This is an optimization exercise on Yosys and OpenROAD, whose aim is small area and a short achievable clock period, not a production implementation. For this run, only the layout was checked, not whether the RTL still works.

$ cat config.mk
export PLATFORM = sky130hd
export DESIGN_NAME = tumbler_core
export DESIGN_NICKNAME = tumbler_core
export VERILOG_FILES = /design/flow/design.v
export SDC_FILE = /design/flow/constraint.sdc
export NUM_CORES = 4
export LEC_CHECK = 0
export CAP_MARGIN = 20
export CORE_MARGIN = 2
export CORE_UTILIZATION = 40
export SLEW_MARGIN = 20
$ cat constraint.sdc
create_clock -name core_clock -period 22.0 [get_ports {clk}]
set_input_delay 4.4000 -clock core_clock [delete_from_list [all_inputs] [get_ports {clk}]]
set_output_delay 4.4000 -clock core_clock [all_outputs]
set_load 0.01 [all_outputs]
$ cat design.v
module tumbler_core (
    input  wire        clk,
    input  wire        rst_n,         
    input  wire        cmd_start,
    input  wire        cmd_stop,
    input  wire        cmd_restart,
    input  wire        freeze,
    input  wire [15:0] wdog,          
    input  wire        tick,          
    input  wire [7:1]  ev_in,         
    output wire [11:0] imem_addr,
    input  wire [31:0] imem_data,
    output wire [11:0] dmem_addr,
    input  wire [63:0] dmem_rdata,
    output wire        dmem_we,
    output wire [63:0] dmem_wdata,
    output wire [2:0]  state,
    output wire [7:0]  pend,
    output wire [3:0]  trap_cause,
    output wire [12:0] trap_pc,
    output wire [31:0] trap_arg
);
    localparam [2:0] S_RUNNING = 3'd1,
                     S_WAITING = 3'd2,
                     S_TRAPPED = 3'd3,
                     S_HALTED  = 3'd4;
    localparam [3:0] C_ILLEGAL  = 4'h3,
                     C_BOUNDS   = 4'h4,
                     C_WATCHDOG = 4'h8,
                     C_SOFT     = 4'h9;
    localparam [5:0] OP_ADD  = 6'h01, OP_SUB  = 6'h02, OP_AND  = 6'h03, OP_OR   = 6'h04,
                     OP_XOR  = 6'h05, OP_SLL  = 6'h06, OP_SRL  = 6'h07, OP_SRA  = 6'h08,
                     OP_SLT  = 6'h09, OP_SLTU = 6'h0A, OP_MIN  = 6'h0B, OP_MAX  = 6'h0C,
                     OP_ADDS = 6'h0D,
                     OP_ADDI = 6'h10, OP_ANDI = 6'h11, OP_ORI  = 6'h12, OP_XORI = 6'h13,
                     OP_SLLI = 6'h14, OP_SRLI = 6'h15, OP_SRAI = 6'h16, OP_SLTI = 6'h17,
                     OP_LUI  = 6'h18,
                     OP_MOVT = 6'h1B, OP_MUL  = 6'h1C, OP_MAC  = 6'h1D, OP_MSU  = 6'h1E,
                     OP_MOVA = 6'h1F,
                     OP_LD   = 6'h20, OP_ST   = 6'h21, OP_LDA  = 6'h22, OP_STA  = 6'h23,
                     OP_BEQ  = 6'h28, OP_BNE  = 6'h29, OP_BLT  = 6'h2A, OP_BGE  = 6'h2B,
                     OP_BLTU = 6'h2C, OP_BGEU = 6'h2D,
                     OP_JAL  = 6'h2E, OP_JR   = 6'h2F,
                     OP_WAITT = 6'h30, OP_WAITE = 6'h31, OP_HALT = 6'h32, OP_TRAP = 6'h33,
                     OP_RDC  = 6'h34, OP_FRZC = 6'h35, OP_RUNC = 6'h36, OP_RDTK = 6'h37;
    reg  [2:0]  st;
    reg         wait_t;           
    reg  [11:0] pc;
    reg  [35:0] rf [1:15];
    reg  [71:0] acc [0:1];
    reg  [7:0]  pend_r;
    reg  [63:0] cycle_cnt;
    reg  [35:0] tick_cnt;
    reg  [24:0] wd_cnt;
    reg  [3:0]  tc_r;
    reg  [12:0] tpc_r;
    reg  [31:0] targ_r;
    wire [31:0] insn = imem_data;
    wire [5:0]  op   = insn[31:26];
    wire [3:0]  f1   = insn[25:22];
    wire [3:0]  f2   = insn[21:18];
    wire [3:0]  f3   = insn[17:14];
    wire [17:0] imm  = insn[17:0];
    wire [35:0] simm = {{18{imm[17]}}, imm};
    wire [5:0]  sh   = insn[5:0];
    wire [35:0] v1 = (f1 == 4'd0) ? 36'd0 : rf[f1];
    wire [35:0] v2 = (f2 == 4'd0) ? 36'd0 : rf[f2];
    wire [35:0] v3 = (f3 == 4'd0) ? 36'd0 : rf[f3];
    wire        a_fmt = (op >= OP_MOVT) && (op <= OP_MOVA);
    wire        an    = a_fmt ? insn[13] : insn[22];
    wire [71:0] av    = acc[an];
    reg legal;
    always @(*) begin
        case (op)
            OP_ADD, OP_SUB, OP_AND, OP_OR, OP_XOR, OP_SLL, OP_SRL, OP_SRA,
            OP_SLT, OP_SLTU, OP_MIN, OP_MAX, OP_ADDS:
                legal = (insn[13:0] == 14'd0);
            OP_ADDI, OP_ANDI, OP_ORI, OP_XORI, OP_SLLI, OP_SRLI, OP_SRAI, OP_SLTI:
                legal = 1'b1;
            OP_LUI:  legal = (f2 == 4'd0);
            OP_MOVT: legal = (f1 == 4'd0) && (f3 == 4'd0) && (insn[12:6] == 7'd0);
            OP_MUL, OP_MAC, OP_MSU:
                legal = (f1 == 4'd0) && (insn[12:0] == 13'd0);
            OP_MOVA: legal = (f2 == 4'd0) && (f3 == 4'd0) && (insn[12:6] == 7'd0);
            OP_LD, OP_ST: legal = 1'b1;
            OP_LDA, OP_STA, OP_RDC: legal = (insn[25:23] == 3'd0);
            OP_BEQ, OP_BNE, OP_BLT, OP_BGE, OP_BLTU, OP_BGEU: legal = 1'b1;
            OP_JAL:  legal = (f2 == 4'd0) && (insn[17:13] == 5'd0);
            OP_JR:   legal = (f1 == 4'd0) && (imm == 18'd0);
            OP_WAITT, OP_HALT, OP_FRZC, OP_RUNC:
                legal = (insn[25:0] == 26'd0);
            OP_WAITE, OP_TRAP, OP_RDTK: legal = 1'b1;
            default: legal = 1'b0;
        endcase
    end
    wire        is_r  = (op <= OP_ADDS);
    wire [35:0] opa   = v2;
    wire [35:0] opb   = is_r ? v3 : simm;
    wire [5:0]  shamt = opb[5:0];
    wire [36:0] sum37  = {opa[35], opa} + {opb[35], opb};
    wire [35:0] adds_v = (sum37[36] != sum37[35]) ? (sum37[36] ? {1'b1, 35'd0} : {1'b0, {35{1'b1}}})
                                                 : sum37[35:0];
    wire        lt_s   = $signed(opa) < $signed(opb);
    wire        lt_u   = opa < opb;
    wire [35:0] sll_v = (shamt >= 6'd36) ? 36'd0 : (opa << shamt);
    wire [35:0] srl_v = (shamt >= 6'd36) ? 36'd0 : (opa >> shamt);
    wire signed [35:0] sra_s = $signed(opa) >>> shamt;
    wire [35:0] sra_v = (shamt >= 6'd36) ? {36{opa[35]}} : sra_s;
    wire signed [71:0] pa   = {{36{v2[35]}}, v2};
    wire signed [71:0] pb   = {{36{v3[35]}}, v3};
    wire signed [71:0] prod = pa * pb;
    wire signed [73:0] mac_sum = {{2{av[71]}}, av} + {{2{prod[71]}}, prod};
    wire signed [73:0] msu_sum = {{2{av[71]}}, av} - {{2{prod[71]}}, prod};
    localparam signed [73:0] ACC_MAX = {3'b000, {71{1'b1}}};
    localparam signed [73:0] ACC_MIN = -ACC_MAX;
    function [71:0] sat72;
        input signed [73:0] x;
        begin
            if (x > ACC_MAX)      sat72 = ACC_MAX[71:0];
            else if (x < ACC_MIN) sat72 = ACC_MIN[71:0];
            else                  sat72 = x[71:0];
        end
    endfunction
    wire [71:0] movt_v = {{36{v2[35]}}, v2} << sh;
    wire signed [71:0] mova_sh = $signed(av) >>> sh;
    wire [35:0] mova_v = (&mova_sh[71:35] || ~|mova_sh[71:35]) ? mova_sh[35:0]
                       : (mova_sh[71] ? {1'b1, 35'd0} : {1'b0, {35{1'b1}}});
    wire [63:0] sta_v  = (&av[71:63] || ~|av[71:63]) ? av[63:0]
                       : (av[71] ? {1'b1, 63'd0} : {1'b0, {63{1'b1}}});
    wire [35:0] daddr   = v2 + simm;
    wire        is_mem  = (op == OP_LD) || (op == OP_ST) || (op == OP_LDA) || (op == OP_STA);
    wire        dbounds = is_mem && (daddr[35:12] != 24'd0);
    reg take;
    always @(*) begin
        case (op)
            OP_BEQ:  take = (v1 == v2);
            OP_BNE:  take = (v1 != v2);
            OP_BLT:  take = $signed(v1) <  $signed(v2);
            OP_BGE:  take = $signed(v1) >= $signed(v2);
            OP_BLTU: take = v1 <  v2;
            OP_BGEU: take = v1 >= v2;
            default: take = 1'b0;
        endcase
    end
    wire        is_br   = (op >= OP_BEQ) && (op <= OP_BGEU);
    wire [18:0] btgt    = {7'd0, pc} + {imm[17], imm};
    wire        bbounds = is_br && take && (btgt[18:12] != 7'd0);
    wire        jbounds = ((op == OP_JAL) && insn[12]) || ((op == OP_JR) && v2[12]);
    wire        redirect = (is_br && take) || (op == OP_JAL) || (op == OP_JR);
    wire        sbounds  = (pc == 12'hFFF) && !redirect;
    wire [11:0] pc_seq   = pc + 12'd1;
    reg        itrap;
    reg [3:0]  icause;
    reg [31:0] iarg;
    always @(*) begin
        itrap  = 1'b1;
        icause = C_ILLEGAL;
        iarg   = insn;
        if (!legal) begin
            icause = C_ILLEGAL;
            iarg   = insn;
        end else if (op == OP_TRAP) begin
            icause = C_SOFT;
            iarg   = {14'd0, imm};
        end else if (dbounds) begin
            icause = C_BOUNDS;
            iarg   = daddr[31:0];
        end else if (bbounds) begin
            icause = C_BOUNDS;
            iarg   = {{13{btgt[18]}}, btgt};
        end else if (jbounds) begin
            icause = C_BOUNDS;
            iarg   = (op == OP_JAL) ? {19'd0, insn[12:0]} : {19'd0, v2[12:0]};
        end else if (sbounds) begin
            icause = C_BOUNDS;
            iarg   = 32'd4096;
        end else begin
            itrap  = 1'b0;
        end
    end
    wire c_stop    = cmd_stop;
    wire c_restart = cmd_restart && !cmd_stop;
    wire c_start   = cmd_start && !cmd_stop && !cmd_restart;
    wire [24:0] wd_next = wd_cnt + 25'd1;
    wire        wd_trap = (wdog != 16'd0) && (wd_next > {1'b0, wdog, 8'd0});
    wire [7:0]  wmask = imm[7:0] | v2[7:0];
    wire [7:0]  whit  = pend_r & wmask;
    wire run_cycle  = (st == S_RUNNING) && !freeze;
    wire wait_cycle = (st == S_WAITING) && !freeze;
    wire exec       = run_cycle && !wd_trap && !itrap && !c_stop;
    wire waite_done = wait_cycle && !wait_t && !c_stop && (whit != 8'd0);
    wire waitt_done = wait_cycle &&  wait_t && !c_stop && tick;
    wire do_restart = ((st == S_HALTED) || (st == S_TRAPPED)) && c_restart;
    reg        rf_we;
    reg [35:0] rf_wd;
    reg        acc_we;
    reg [71:0] acc_wd;
    reg [7:0]  consume;
    always @(*) begin
        rf_we   = 1'b0;
        rf_wd   = 36'd0;
        acc_we  = 1'b0;
        acc_wd  = 72'd0;
        consume = 8'd0;
        if (exec) begin
            case (op)
                OP_ADD, OP_ADDI:  begin rf_we = 1'b1; rf_wd = sum37[35:0]; end
                OP_SUB:           begin rf_we = 1'b1; rf_wd = opa - opb; end
                OP_AND, OP_ANDI:  begin rf_we = 1'b1; rf_wd = opa & opb; end
                OP_OR,  OP_ORI:   begin rf_we = 1'b1; rf_wd = opa | opb; end
                OP_XOR, OP_XORI:  begin rf_we = 1'b1; rf_wd = opa ^ opb; end
                OP_SLL, OP_SLLI:  begin rf_we = 1'b1; rf_wd = sll_v; end
                OP_SRL, OP_SRLI:  begin rf_we = 1'b1; rf_wd = srl_v; end
                OP_SRA, OP_SRAI:  begin rf_we = 1'b1; rf_wd = sra_v; end
                OP_SLT, OP_SLTI:  begin rf_we = 1'b1; rf_wd = {35'd0, lt_s}; end
                OP_SLTU:          begin rf_we = 1'b1; rf_wd = {35'd0, lt_u}; end
                OP_MIN:           begin rf_we = 1'b1; rf_wd = lt_s ? opa : opb; end
                OP_MAX:           begin rf_we = 1'b1; rf_wd = lt_s ? opb : opa; end
                OP_ADDS:          begin rf_we = 1'b1; rf_wd = adds_v; end
                OP_LUI:           begin rf_we = 1'b1; rf_wd = {imm, 18'd0}; end
                OP_MOVT:          begin acc_we = 1'b1; acc_wd = movt_v; end
                OP_MUL:           begin acc_we = 1'b1; acc_wd = prod; end
                OP_MAC:           begin acc_we = 1'b1; acc_wd = sat72(mac_sum); end
                OP_MSU:           begin acc_we = 1'b1; acc_wd = sat72(msu_sum); end
                OP_MOVA:          begin rf_we = 1'b1; rf_wd = mova_v; end
                OP_LD:            begin rf_we = 1'b1; rf_wd = dmem_rdata[35:0]; end
                OP_LDA:           begin acc_we = 1'b1; acc_wd = {{8{dmem_rdata[63]}}, dmem_rdata}; end
                OP_JAL:           begin rf_we = 1'b1; rf_wd = {23'd0, {1'b0, pc} + 13'd1}; end
                OP_RDC:           begin acc_we = 1'b1; acc_wd = (imm[3:0] == 4'd8) ? {8'd0, cycle_cnt} : 72'd0; end
                OP_RDTK:          begin rf_we = 1'b1; rf_wd = tick_cnt; end
                OP_WAITE: begin
                    if (whit != 8'd0) begin
                        rf_we   = 1'b1;
                        rf_wd   = {28'd0, whit};
                        consume = whit;
                    end
                end
                default: ;
            endcase
        end else if (waite_done) begin
            rf_we   = 1'b1;
            rf_wd   = {28'd0, whit};
            consume = whit;
        end
    end
    integer i;
    always @(posedge clk) begin
        if (!rst_n) begin
            st        <= S_HALTED;
            wait_t    <= 1'b0;
            pc        <= 12'd0;
            pend_r    <= 8'd0;
            cycle_cnt <= 64'd0;
            tick_cnt  <= 36'd0;
            wd_cnt    <= 25'd0;
            tc_r      <= 4'd0;
            tpc_r     <= 13'd0;
            targ_r    <= 32'd0;
            for (i = 1; i < 16; i = i + 1) rf[i] <= 36'd0;
            acc[0] <= 72'd0;
            acc[1] <= 72'd0;
        end else begin
            cycle_cnt <= cycle_cnt + 64'd1;
            if (tick) tick_cnt <= tick_cnt + 36'd1;
            if (do_restart) begin
                for (i = 1; i < 16; i = i + 1) rf[i] <= 36'd0;
                acc[0] <= 72'd0;
                acc[1] <= 72'd0;
                pend_r <= {ev_in, tick};
            end else begin
                if (rf_we && (f1 != 4'd0)) rf[f1] <= rf_wd;
                if (acc_we) acc[an] <= acc_wd;
                pend_r <= (pend_r & ~consume) | {ev_in, tick};
            end
            case (st)
                S_HALTED: begin
                    if (c_restart) begin
                        st <= S_RUNNING; pc <= 12'd0; wd_cnt <= 25'd0;
                    end else if (c_start) begin
                        st <= S_RUNNING; wd_cnt <= 25'd0;
                    end
                end
                S_TRAPPED: begin
                    if (c_restart) begin
                        st <= S_RUNNING; pc <= 12'd0; wd_cnt <= 25'd0;
                    end
                end
                S_RUNNING: begin
                    if (freeze) begin
                        if (c_stop) st <= S_HALTED;
                    end else if (wd_trap) begin
                        st <= S_TRAPPED;
                        tc_r <= C_WATCHDOG; tpc_r <= {1'b0, pc}; targ_r <= {7'd0, wd_next};
                    end else if (itrap) begin
                        st <= S_TRAPPED;
                        tc_r <= icause; tpc_r <= {1'b0, pc}; targ_r <= iarg;
                    end else if (c_stop) begin
                        st <= S_HALTED;
                    end else begin
                        wd_cnt <= wd_next;
                        case (op)
                            OP_BEQ, OP_BNE, OP_BLT, OP_BGE, OP_BLTU, OP_BGEU:
                                pc <= take ? btgt[11:0] : pc_seq;
                            OP_JAL:  pc <= insn[11:0];
                            OP_JR:   pc <= v2[11:0];
                            OP_HALT: begin pc <= pc_seq; st <= S_HALTED; end
                            OP_WAITT: begin pc <= pc_seq; st <= S_WAITING; wait_t <= 1'b1; end
                            OP_WAITE: begin
                                if (whit != 8'd0) begin
                                    pc <= pc_seq; wd_cnt <= 25'd0;
                                end else begin
                                    st <= S_WAITING; wait_t <= 1'b0;
                                end
                            end
                            default: pc <= pc_seq;
                        endcase
                    end
                end
                S_WAITING: begin
                    if (c_stop) begin
                        st <= S_HALTED;
                    end else if (waitt_done) begin
                        st <= S_RUNNING; wd_cnt <= 25'd0;
                    end else if (waite_done) begin
                        st <= S_RUNNING; pc <= pc_seq; wd_cnt <= 25'd0;
                    end
                end
                default: st <= S_HALTED;
            endcase
        end
    end
    assign imem_addr  = pc;
    assign dmem_addr  = daddr[11:0];
    assign dmem_we    = exec && ((op == OP_ST) || (op == OP_STA));
    assign dmem_wdata = (op == OP_STA) ? sta_v : {{28{v1[35]}}, v1};
    assign state      = st;
    assign pend       = pend_r;
    assign trap_cause = tc_r;
    assign trap_pc    = tpc_r;
    assign trap_arg   = targ_r;
endmodule
$ cat run.sh
#!/bin/bash
# synth_recipe.tcl (not shown) runs the flow's synth.tcl, then flattens the netlist and writes it again
# the make line also repeats each setting of config.mk as NAME=value (left out here)
make -C /OpenROAD-flow-scripts/flow DESIGN_CONFIG=/design/flow/config.mk WORK_HOME=/design/flow/orfs CLKGATE_MAP_FILE= SYNTH_SCRIPT=/design/flow/synth_recipe.tcl finish
==> impl_metrics.env <==
export IMPL_cpMostUsedCell="fa_1"
export IMPL_num_rows=214
export IMPL_clkSinkCount=917
export IMPL_cpPeakStageDelay_ns=0.96
export IMPL_nets=17637
export IMPL_finClkSkew_ns=0.0799
export IMPL_core_um2=340000
export IMPL_dr_total_vias=133926
export IMPL_ctsResizeCount=0
export IMPL_cts_tree="yes"
export IMPL_drt_pass1_iterations=9
export IMPL_setup_viol=0
export IMPL_wl_um=776000
export IMPL_r2r_end="acc[1][63]$_SDFFCE_PN0P_"
export IMPL_tns_ns=0
export IMPL_clkLatencyLatePin_ns=0.82
export IMPL_hpwl_um=613000
export IMPL_yosysMostFrequentCell="nor2_1"
export IMPL_stdcell_area_um2=151000
export IMPL_slew_headroom_pct=5.93
export IMPL_antenna_found_initial=93
export IMPL_crit_path_start_kind="primary input"
export IMPL_grt_max_degree=106
export IMPL_max_cap_violations=0
export IMPL_path_delay_family="adder cells"
export IMPL_synth_area_top_cells="fa_1 20%, edfxtp_1 16%, mux4_2 8.6%"
export IMPL_fin_ws_ns=0.543
export IMPL_ys_ff_latch=917
export IMPL_hold_viol=0
export IMPL_place_gp_congestion=1.14
export IMPL_clockBufferDepth=3
export IMPL_post_dp_cell_area_um2=147000
export IMPL_post_place_ws_ns=0.393
export IMPL_ant_nets=0
export IMPL_fmax_mhz=46.6
export IMPL_cts_buffers=104
export IMPL_startpoint="imem_data[15]"
export IMPL_yosysTopAreaCell="fa_1"
export IMPL_slowest_stage="xnor2_1"
export IMPL_status="complete, no violations"
export IMPL_arrival_ns=21.97
export IMPL_hp_start="tpc_r[9]$_SDFFE_PN0P_"
export IMPL_rr_worst_depth=49
export IMPL_postSynthCellCount=15525
export IMPL_crit_fanout=52
export IMPL_crit_buf_inv=11
export IMPL_wl_per_cell_um=38.4
export IMPL_via_per_inst=6.63
export IMPL_criticalPathCategory="in2reg"
export IMPL_grt_pass1_wl_um=1050000
export IMPL_crit_required_ns=22.51
export IMPL_synth_top_area_share_pct=20.3
export IMPL_grtUsageTotal_pct=43.7
export IMPL_drc=0
export IMPL_synth_area_um2=136000
export IMPL_drive_gt1_share_pct=11.8
export IMPL_root_buffer="clkbuf_16"
export IMPL_final_max_slew_viol_count=0
export IMPL_period_share_pct=97.5
export IMPL_rsz0062_at_grt="no"
export IMPL_synth_common_cells="1747 x nor2_1, 1705 x inv_1, 1558 x nand2_1, 1385 x fa_1, 967 x a21oi_1"
export IMPL_holdPathEnd="tpc_r[9]$_SDFFE_PN0P_"
export IMPL_r2r_slack_ns=4.54
export IMPL_area_delta_synth_final_pct=10.8
export IMPL_drtIter0Drc=21540
export IMPL_io_buffers=273
export IMPL_grt_pass1_vias=126808
export IMPL_ys_seq_area_share_pct=18.7
export IMPL_grt_ovfl_total=0
export IMPL_r2r_start="rf[4][17]$_SDFFCE_PN0P_"
export IMPL_synth_warnings=1
export IMPL_cts_htree_levels=3
export IMPL_hold_depth=2
export IMPL_ys_flop_type="edfxtp_1"
export IMPL_die_h_um=588
export IMPL_period_minus_slack_ns=21.46
export IMPL_ys_types=112
export IMPL_initial_core_util_pct=40.2
export IMPL_post_cts_buffers=0
export IMPL_final_core_utilization_pct=44.5
export IMPL_cts_hold_buf=0
export IMPL_synth_edf_count=720
export IMPL_end_kind="flop"
export IMPL_path_clk_slew_ns=0.06
export IMPL_worstMarginPinSlew_ns=1.41
export IMPL_post_synth_cell_area_avg_um2=8.78
export IMPL_die_x_um=588
export IMPL_die_area_um2=346000
export IMPL_hp_class="reg2reg"
export IMPL_synth_async_reset_ratio_pct=0
export IMPL_num_io_pins=275
==> worst register-to-register path, delay by kind of cell (launching register included) <==
family	cells	cell delay [ns]
AO/OA/AOI/OAI	14	4.15
XOR/XNOR	1	0.96
adder cells (fa/ha/maj)	10	5.11
buffers and inverters	9	1.23
flip-flops	1	0.43
multiplexers	2	1.35
AND/OR/NAND/NOR	13	3.92
==> stage by stage <==
stage          std cells  hold slack [ns]
2_1_floorplan      15561            0.425
3_3_place_gp       19949            0.443
3_5_place_dp       19954            0.450
4_1_cts            20150            0.459
5_1_grt            20157            0.473
6_report           20212            0.459
==> routing by layer <==
metal / GRT usage, % / routed length [µm] / vias to the layer above
li1: - / - / 54013
met1: 56.4 / 291000 / 67558
met2: 60.7 / 312000 / 10120
met3: 16.7 / 110000 / 2187
met4: 28.4 / 62700 / 48
met5: 0 / 341 / -
==> cell families (layout without fill, tap and decap cells) <==
logic type	Yosys count	after routing	synth area share, %
mux	965	965	11.9
compound gates	3286	3286	15.7
other cells	1	96	0.00275
simple gates	5120	5120	17.1
xor+xnor	414	414	2.66
buf+inv	2838	2894	7.98
flops	917	917	18.7
fa+ha+maj	1984	1984	25.8
==> sequential cells by signal, indices dropped and copies added, names as in the netlist <==
| signal | count |
|---|---|
| acc | 144 |
| cycle_cnt | 64 |
| pc | 12 |
| pend_r | 8 |
| rf | 576 |
| st | 3 |
| targ_r | 32 |
| tc_r | 4 |
| tick_cnt | 36 |
| tpc_r | 12 |
| wait_t | 1 |
| wd_cnt | 25 |
==> cell type report <==
type / instances / area, µm²
fill: 33768 / 188000
sequential: 917 / 25600
multi-input combinational: 11806 / 101000
timing repair buffer: 970 / 8230
clock buffer: 131 / 2870
tap: 4536 / 5680
clock inverter: 65 / 754
antenna: 59 / 148
inverter: 1728 / 6500
==> worst max path at each step <==
stage	endpoint	slack, ns	cells past startpoint
final	acc[1][63]$_SDFFCE_PN0P_	0.54	51
after global routing	acc[1][63]$_SDFFCE_PN0P_	0.34	54
after CTS	acc[1][63]$_SDFFCE_PN0P_	1.15	52
after detailed placement	acc[1][63]$_SDFFCE_PN0P_	0.39	52
after global placement	acc[1][16]$_SDFFCE_PN0P_	0.47	55
after floorplan	acc[0][19]$_SDFFCE_PN0P_	2.78	56
==> cells in the final DEF, fill, tap and decap left out, types with 59 or more instances in the layout <==
cell type / Yosys / routed
mux4_2: 521 / 521
or3_1: 62 / 62
nor3_1: 219 / 211
nor2b_1: 325 / 325
clkdlybuf4s50_1: 0 / 252
o221ai_1: 62 / 62
and2_1: 197 / 186
a21o_1: 137 / 131
a211oi_1: 145 / 142
o22ai_1: 89 / 65
o21bai_1: 88 / 88
xor2_1: 145 / 134
nor4_1: 110 / 99
ha_1: 599 / 599
inv_1: 1705 / 1697
dfxtp_1: 197 / 197
nand3_1: 389 / 373
o31ai_1: 81 / 80
a22oi_1: 108 / 108
a31oi_1: 167 / 166
mux2i_1: 363 / 359
mux2_2: 81 / 81
a221oi_1: 113 / 113
nand2b_1: 86 / 83
buf_4: 24 / 682
o211ai_1: 130 / 130
nand2_1: 1558 / 1539
fa_1: 1385 / 1385
clkbuf_16: 0 / 107
o21ai_0: 632 / 620
xnor2_1: 269 / 244
a21oi_1: 967 / 965
nand4_1: 135 / 135
and3_1: 112 / 111
edfxtp_1: 720 / 720
nor2_1: 1747 / 1731
diode_2: 0 / 59

==> afterwards: timing with drivers on the ports <==
No port has a modelled driver above. Below, the same layout with a new extraction and two added sets of constraints.
Step 1 assumes that a clkbuf_16 drives the clock port and a buf_2 every other input.
Step 2, shift: input delay + t, output delay - t, t = (earliest + latest rising clock arrival at the registers) / 2. This alone moves slack from input paths to output paths.
Slacks: ideal / step 1 / step 2; pairs: ideal / step 1.
t (ns): 0.881
setup WS [ns]: 0.543 / 0.610 / -0.271
worst setup path at the end: input to register
slew at the worst register clock pin (ns): 0.07 / 0.07
cell pins on the clock port's net: 1
With both steps, setup timing fails in this run, where it was met with ideal ports. For this run, drivers alone change the setup slack by +0.067 ns; drivers and shift together by -0.814 ns.
